This is an optimization exercise on Yosys and OpenROAD, whose aim is small area, not a production implementation.
Only the layout flow was run in this run; the RTL was not checked for function there.
Power and IR drop assume default switching activity.

--- design/flow/config.mk ---
export PLATFORM = sky130hd
export DESIGN_NAME = pkdec_conv
export DESIGN_NICKNAME = pkdec_conv
export VERILOG_FILES = /design/flow/design.v
export SDC_FILE = /design/flow/constraint.sdc
export NUM_CORES = 4
export LEC_CHECK = 0
export ABC_AREA = 1
export CAP_MARGIN = 20
export CORE_MARGIN = 2
export CORE_UTILIZATION = 50
export SLEW_MARGIN = 20
--- design/flow/run.sh ---
#!/bin/bash
# synth_recipe.tcl (not shown) runs the flow's synth.tcl, then flattens the netlist and writes it again
# the make line also repeats each setting of config.mk as NAME=value (left out here)
make -C /OpenROAD-flow-scripts/flow DESIGN_CONFIG=/design/flow/config.mk WORK_HOME=/design/flow/orfs CLKGATE_MAP_FILE= SYNTH_SCRIPT=/design/flow/synth_recipe.tcl finish
--- design/flow/constraint.sdc ---
create_clock -name core_clock -period 6.0 [get_ports {clk}]
set_input_delay 1.2000 -clock core_clock [delete_from_list [all_inputs] [get_ports {clk}]]
set_output_delay 1.2000 -clock core_clock [all_outputs]
set_load 0.01 [all_outputs]
--- design/flow/design.v ---
module pkdec_conv (
    input  wire         clk,
    input  wire         rst,         
    input  wire         in_valid,
    input  wire         in_op,       
    input  wire [127:0] in_a,        
    input  wire [63:0]  in_gb,       
    input  wire [2:0]   in_rm,       
    output wire         out_valid,
    output wire [127:0] out_d,       
    output wire         out_vx,      
    output wire         out_xx       
);
    function [11:0] dpd_decode;
        input [9:0] b;
        reg [3:0] d2, d1, d0;
        begin
            if (!b[3]) begin
                d2 = {1'b0, b[9:7]}; d1 = {1'b0, b[6:4]}; d0 = {1'b0, b[2:0]};
            end else begin
                case (b[2:1])
                    2'b00: begin d2 = {1'b0, b[9:7]}; d1 = {1'b0, b[6:4]}; d0 = {3'b100, b[0]}; end
                    2'b01: begin d2 = {1'b0, b[9:7]}; d1 = {3'b100, b[4]}; d0 = {1'b0, b[6:5], b[0]}; end
                    2'b10: begin d2 = {3'b100, b[7]}; d1 = {1'b0, b[6:4]}; d0 = {1'b0, b[9:8], b[0]}; end
                    default: begin
                        case (b[6:5])
                            2'b00: begin d2 = {3'b100, b[7]}; d1 = {3'b100, b[4]}; d0 = {1'b0, b[9:8], b[0]}; end
                            2'b01: begin d2 = {3'b100, b[7]}; d1 = {1'b0, b[9:8], b[4]}; d0 = {3'b100, b[0]}; end
                            2'b10: begin d2 = {1'b0, b[9:7]}; d1 = {3'b100, b[4]}; d0 = {3'b100, b[0]}; end
                            default: begin d2 = {3'b100, b[7]}; d1 = {3'b100, b[4]}; d0 = {3'b100, b[0]}; end
                        endcase
                    end
                endcase
            end
            dpd_decode = {d2, d1, d0};
        end
    endfunction
    function [9:0] dpd_encode;
        input [11:0] bcd;
        reg a, b, c, d, e, f, g, h, i, j, k, m;
        begin
            {a, b, c, d} = bcd[11:8];
            {e, f, g, h} = bcd[7:4];
            {i, j, k, m} = bcd[3:0];
            case ({a, e, i})
                3'b000: dpd_encode = {b, c, d, f, g, h, 1'b0, j, k, m};
                3'b001: dpd_encode = {b, c, d, f, g, h, 1'b1, 1'b0, 1'b0, m};
                3'b010: dpd_encode = {b, c, d, j, k, h, 1'b1, 1'b0, 1'b1, m};
                3'b011: dpd_encode = {b, c, d, 1'b1, 1'b0, h, 1'b1, 1'b1, 1'b1, m};
                3'b100: dpd_encode = {j, k, d, f, g, h, 1'b1, 1'b1, 1'b0, m};
                3'b101: dpd_encode = {f, g, d, 1'b0, 1'b1, h, 1'b1, 1'b1, 1'b1, m};
                3'b110: dpd_encode = {j, k, d, 1'b0, 1'b0, h, 1'b1, 1'b1, 1'b1, m};
                default: dpd_encode = {1'b0, 1'b0, d, 1'b1, 1'b1, h, 1'b1, 1'b1, 1'b1, m};
            endcase
        end
    endfunction
    integer n;
    wire        g_hi_ok = (&in_gb[63:13]) | ~(|in_gb[63:13]);
    wire [14:0] t       = {in_gb[13], in_gb[13:0]} + 15'd6176;
    wire        gb_ok   = g_hi_ok & ~t[14] & ~(t[13] & t[12]);
    wire [13:0] bexp_s  = t[13:0];
    wire [4:0]  cf      = in_a[126:122];
    wire        d_spec  = &cf[4:1];
    wire        d_big   = cf[4] & cf[3];
    wire [1:0]  d_ehi   = d_big ? cf[2:1] : cf[4:3];
    wire [3:0]  d_msd   = d_big ? {3'b100, cf[0]} : {1'b0, cf[2:0]};
    wire [13:0] d_bexp  = {d_ehi, in_a[121:110]};
    wire signed [15:0] dif = $signed({2'b00, bexp_s}) - $signed({2'b00, d_bexp});
    reg  [6:0]  s_cl;
    always @* begin
        if (dif < -16'sd31)     s_cl = 7'd0;
        else if (dif > 16'sd35) s_cl = 7'd66;
        else                    s_cl = dif[6:0] + 7'd31;
    end
    reg  [33:0] nz0;
    reg  [11:0] dd;
    always @* begin
        nz0[33] = |d_msd;
        for (n = 0; n < 11; n = n + 1) begin
            dd = dpd_decode(in_a[n*10 +: 10]);
            nz0[n*3]   = |dd[3:0];
            nz0[n*3+1] = |dd[7:4];
            nz0[n*3+2] = |dd[11:8];
        end
    end
    reg lovf;
    always @* begin
        lovf = 1'b0;
        for (n = 0; n < 34; n = n + 1)
            if (nz0[n] && (s_cl <= n)) lovf = 1'b1;
    end
    wire        d_inv   = d_spec | ~gb_ok | lovf;
    wire [6:0]  s_code  = d_inv ? 7'd127 : s_cl;
    reg  [1:0]  rmc;
    always @* begin
        case (in_rm)
            3'd0:    rmc = 2'd0;
            3'd2:    rmc = in_a[127] ? 2'd1 : 2'd2;
            3'd3:    rmc = in_a[127] ? 2'd2 : 2'd1;
            3'd4:    rmc = 2'd3;
            default: rmc = 2'd1;
        endcase
    end
    wire [3:0]  nib     = in_a[3:0];
    wire        s_neg   = (nib == 4'hB) || (nib == 4'hD);
    reg         s_bad;
    reg  [99:0] s_dec;
    always @* begin
        s_bad = (nib < 4'hA) || !gb_ok;
        for (n = 1; n < 32; n = n + 1)
            if (in_a[n*4 +: 4] > 4'd9) s_bad = 1'b1;
        for (n = 0; n < 10; n = n + 1)
            s_dec[n*10 +: 10] = dpd_encode(in_a[4 + n*12 +: 12]);
    end
    wire [3:0]  s_top   = {in_a[127], in_a[127] ? 2'b00 : in_a[126:125], in_a[124]};
    wire [123:0] p0 = in_op ? {s_neg, s_bad, 4'b0000, bexp_s, s_top, s_dec}
                            : {in_a[127], rmc, s_code, d_msd, in_a[109:0]};
    reg          v1, v2, v3, v4, v5, v6;
    reg          op1, op2, op3, op4;
    reg  [123:0] p1, p2, p3, p4;
    always @(posedge clk) begin
        if (rst) begin
            v1 <= 1'b0; v2 <= 1'b0; v3 <= 1'b0; v4 <= 1'b0; v5 <= 1'b0; v6 <= 1'b0;
        end else begin
            v1 <= in_valid; v2 <= v1; v3 <= v2; v4 <= v3; v5 <= v4; v6 <= v5;
        end
        op1 <= in_op; op2 <= op1; op3 <= op2; op4 <= op3;
        p1  <= p0;    p2  <= p1;  p3  <= p2;  p4  <= p3;
    end
    wire         sign4 = p4[123];
    wire [1:0]   rmc4  = p4[122:121];
    wire [6:0]   s4    = p4[120:114];
    wire         inv4  = s4[6] & s4[5];
    reg  [135:0] c4;              
    reg  [33:0]  nz4;
    always @* begin
        c4[135:132] = p4[113:110];
        for (n = 0; n < 11; n = n + 1)
            c4[n*12 +: 12] = dpd_decode(p4[n*10 +: 10]);
        for (n = 0; n < 34; n = n + 1)
            nz4[n] = |c4[n*4 +: 4];
    end
    wire [263:0] yw   = {c4, 128'd0};
    wire [127:0] r4   = yw >> {s4, 2'b00};
    wire [3:0]   rdig = r4[3:0];
    reg stick;
    always @* begin
        stick = 1'b0;
        for (n = 0; n < 34; n = n + 1)
            if (nz4[n] && (n + 32 < s4)) stick = 1'b1;
    end
    wire inexact = (rdig != 4'd0) || stick;
    reg  rup;
    always @* begin
        case (rmc4)
            2'd0:    rup = (rdig > 4'd5) || ((rdig == 4'd5) && (stick || r4[4]));
            2'd1:    rup = 1'b0;
            2'd2:    rup = inexact;
            default: rup = (rdig >= 4'd5);
        endcase
    end
    wire         sbad4 = p4[122];
    wire [127:0] s2d4  = sbad4 ? {16'h7C00, 112'd0}
                               : {p4[123], p4[117:116], 3'b000, p4[115:104], 6'b000000, p4[103:0]};
    wire [127:0] q4    = op4 ? s2d4 : {r4[127:4], 3'b110, sign4 & ~inv4};
    reg          rup5, vx5, xx5;
    reg  [127:0] q5;
    always @(posedge clk) begin
        q5   <= q4;
        rup5 <= ~op4 & ~inv4 & rup;
        vx5  <= op4 ? sbad4 : inv4;
        xx5  <= ~op4 & ~inv4 & inexact;
    end
    reg  [123:0] inc;
    reg          cy;
    always @* begin
        cy = rup5;
        for (n = 0; n < 31; n = n + 1) begin
            if (cy && (q5[4 + n*4 +: 4] == 4'd9)) begin
                inc[n*4 +: 4] = 4'd0;
                cy = 1'b1;
            end else begin
                inc[n*4 +: 4] = q5[4 + n*4 +: 4] + {3'd0, cy};
                cy = 1'b0;
            end
        end
    end
    reg          vx6, xx6;
    reg  [127:0] res6;
    always @(posedge clk) begin
        res6 <= {inc, q5[3:1], q5[0] & ~cy};
        vx6  <= vx5 | cy;
        xx6  <= xx5 & ~cy;
    end
    assign out_valid = v6;
    assign out_d     = res6;
    assign out_vx    = vx6;
    assign out_xx    = xx6;
endmodule
==> flow_summary.yaml <==
sta:
  period_share: 0.844
  fmax_ghz: 0.198
  slew_headroom: 0.140
  setup_viol: 0
  hold_violations: 0
  slew_violations: 0
  rsz0062_at_grt: "no"
  max_slew.worst_pin.slew_ps: 1280
  clock_skew_ps: 42.2
  finalSetupTns_ps: 0
  period_needed_ps: 5060
power_and_ir_drop:
  power_frac_seq: 0.430
  internal_power_w: 0.00922
  pwr-share-comb: 0.213
  vdd_drop_max_v: 0.000248
  power.density_nw_per_um2: 316
  clkPwrFrac: 0.357
  swShare: 0.317
  leakagePower_nw: 19.7
  power_switching_w: 0.00429
detailed_routing:
  route.detailed.drc: 0
  drt_first_pass_iters: 9
  drt-total-wl_mm: 148
  first_iter_violations: 4490
  vias_per_cell: 5.79
  via_count: 36251
  antenna_left: 0
  wl_per_cell_um: 23.6
cells_and_area:
  drive_gt1_frac: 0.0448
  fillers: 6595
  syn2layout_area_growth_pct: 19.0
  multi_input_area_um2: 17600
  seq_area_um2: 15400
  layout.nets: 5526
  final_cells: 6261
clock_tree:
  cts_setup_buffers: 0
  clk_latency_ps: 660
  clk_pin_slew_worst_paths_ps: 60
  tritoncts_num_sinks: 767
  cts_tree: "yes"
  clockBufferDepth: 3
  htreeDepth: 3
  cts_buffers: 74
  cts-root-buf: "clkbuf_16"
  cts_hold_buf: 0
  ctsResizeCount: 0
place:
  dpl.hpwl_mm: 113
  gp_congestion: 1.10
  placed_cells: 6120
  io_buffers: 329
worst_setup_path:
  start_kind: "primary input"
  crit_top_cell: "nand2_1"
  timing.rr.end: "q5[18]$_DFF_P_"
  critPathCaptureType: "register"
  rr_startpoint: "p4[114]$_DFF_P_"
  worstPathRequired_ps: 6550
  crit_arrival_ps: 5610
  cp.buffers_inverters: 7
  ff2ff_path_depth: 10
  critPathTopFamily: "simple AND/OR/NAND/NOR gates"
  path_class: "primary input to register"
  cp_slowest_cell: "clkdlybuf4s50_1"
  reg2reg_slack_ps: 1220
  path_max_fanout: 7
  cpPeakStageDelay_ps: 530
yosys:
  ys_types: 55
  syn-cell-area_um2: 35900
  avgSynthCellArea_um2: 7.17
  syn_inst: 5008
  synth_ff_type: "dfxtp_1"
  mappedNetlistNets: 5287
  synth_async_sr_flop_share: 0
  yosysWarnings: 1
  ys_ff_latch: 767
  seq_area_frac_synth: 0.428
  synth_enable_flop_cells: 0
run:
  maxCapViolations: 0
die:
  core_um2: 71200
  die_x_um: 272
  die_h_um: 272
  initial_utilization: 0.504
  die_area_um2: 73900
  io_pins: 330
  num_rows: 98
min_path:
  min_from: "p3[42]$_DFF_P_"
  min_path_cells: 0
  hold_path_class: "register to register"
  hold_end: "p4[42]$_DFF_P_"
global_route:
  gr-total-overflow: 0
  grt_pass1_wl_mm: 212
  grt_max_degree: 129
  antenna_found_initial: 13
  grt_pass1_vias: 33104
  track_usage: 0.388
run_status:
  status: "complete, no violations"
metal layers:
| metal | global-route usage | part of all wire | wire (um) | vias to the layer above |
|---|---|---|---|---|
| li1 | - | - | - | 16996 |
| met1 | 0.472 | 0.37 | 54900 | 16608 |
| met4 | 0.276 | 0.083 | 12200 | 4 |
| met3 | 0.0959 | 0.11 | 16200 | 499 |
| met5 | 0 | 0.00018 | 27 | - |
| met2 | 0.602 | 0.44 | 64400 | 2144 |
placed cells by master (no fill, tap or decap), drive strengths merged, types with 24 or more instances in the layout:
cell type         n
a21oi           107
a22oi            25
a31oi            24
buf              74
clkbuf          103
clkdlybuf4s50   328
dfxtp           767
ha               79
inv             560
mux2i            86
nand2          1304
nand3           273
nand4            66
nor2            391
nor3             58
nor4             39
o211ai           25
o21ai           679
o22ai            54
xnor2            37
xor2             36
logic make-up after synthesis:
family                   after synthesis  share of synthesized area
AO/OA/AOI/OAI                       1048                      0.165
XOR/XNOR                              73                     0.0178
adder cells (fa/ha/maj)               80                     0.0281
buffers and inverters                798                     0.0835
flip-flops                           767                      0.428
multiplexers                          86                     0.0240
AND/OR/NAND/NOR                     2156                      0.253
stage by stage:
| step | power [W] | instance area, um^2 | setup WS [ps] | hold WS, ps | utilization |
|---|---|---|---|---|---|
| final | 0.0135 | 42700 | 939 | 316 | 0.600 |
| after global routing | 0.0140 | 42700 | 368 | 323 | 0.600 |
| after CTS | 0.0134 | 42700 | 974 | 320 | 0.599 |
| after detailed placement | 0.00861 | 40100 | 302 | 312 | 0.563 |
| after global placement | 0.00861 | 40100 | 290 | 310 | 0.563 |
| after floorplan | 0.00733 | 35900 | 1350 | 310 | - |
registers in the layout (all words and copies together) (netlist names), 124 cells and up:
signal,flops
p2,124
q5,128
p3,124
p4,124
res6,128
p1,124
power by group through the flow:
| stage | Sequential (W) | Clock [W] | Combinational, W |
|---|---|---|---|
| CTS | 0.00580 | 0.00488 | 0.00272 |
| floorplan | 0.00581 | 0 | 0.00152 |
| finish | 0.00581 | 0.00482 | 0.00287 |
| detailed placement | 0.00590 | 0 | 0.00271 |
| global route | 0.00584 | 0.00509 | 0.00306 |
| global placement | 0.00589 | 0 | 0.00272 |
synthesized netlist by cell type (23+ instances only):
| master | number | area, um^2 |
|---|---|---|
| a21oi_1 | 107 | 536 |
| a22oi_1 | 25 | 188 |
| a31oi_1 | 24 | 150 |
| buf_1 | 68 | 255 |
| clkbuf_1 | 171 | 642 |
| dfxtp_1 | 767 | 15400 |
| ha_1 | 79 | 988 |
| inv_1 | 553 | 2080 |
| mux2i_1 | 86 | 861 |
| nand2_1 | 1303 | 4890 |
| nand3_1 | 271 | 1360 |
| nand4_1 | 59 | 369 |
| nor2_1 | 383 | 1440 |
| nor3_1 | 57 | 285 |
| nor4_1 | 39 | 244 |
| o211ai_1 | 25 | 188 |
| o21ai_0 | 678 | 3390 |
| o221ai_1 | 23 | 201 |
| o22ai_1 | 54 | 338 |
| xnor2_1 | 37 | 324 |
| xor2_1 | 36 | 315 |
how the worst max path moves through the flow:
stage | startpoint | endpoint | slack, ps | depth (start not counted)
after floorplan | in_gb[5] | p1[118]$_SDFF_PP0_ | 1350 | 31
after global placement | in_gb[5] | p1[119]$_SDFF_PP0_ | 290 | 33
after detailed placement | in_gb[5] | p1[120]$_SDFF_PP0_ | 300 | 32
after CTS | in_gb[5] | p1[116]$_DFF_P_ | 970 | 32
after global routing | in_gb[5] | p1[118]$_SDFF_PP0_ | 370 | 30
final | in_gb[5] | p1[120]$_SDFF_PP0_ | 940 | 32
worst reg2reg max path: stages (launching register included):
cell      delay (ps)
dfxtp_4          860
inv_2            480
buf_12           310
nand2_1          110
o21ai_0          150
nand2_1           90
o21ai_0          160
o21ai_0          970
mux2i_1          300
a221oi_1         890
o22ai_1          260
final cells by class:
type,instances,share of cell area
Inverter,559,0.0494
Clock inverter,33,0.0119
Multi-Input combinational cell,3443,0.411
Timing Repair Buffer,402,0.0904
Tap cell,950,0.0278
Antenna cell,4,0.000234
Sequential cell,767,0.360
Clock buffer,103,0.0492

## what the ideal ports hide
The flow's constraints put no driver on any port. The routed layout listed below was extracted and timed again, unchanged, in two steps.
Step 1 sets driving cells, clkbuf_16 on the clock port and buf_2 on the other inputs (assumed; they add their load-dependent delay and slew).
Step 2 times the ports against the registers' clock, not the clock port: input delays grow and output delays shrink by t, the midpoint of the rising clock arrivals with the driver on.
a / b / c = no drivers / after step 1 / after step 2; a / b = the first two.
t, ns: 0.713
setup WS [ns]: 0.939 / 0.995 / 0.282
hold WS [ns]: 0.316 / 0.316 / 0.316
latest minus earliest clock arrival (ns): 0.044 / 0.044
worst register clock-pin slew, ns: 0.07 / 0.07
After both steps this run still meets setup and hold. The setup slack of this run moves by +0.056 ns with the drivers and by -0.657 ns with both steps.
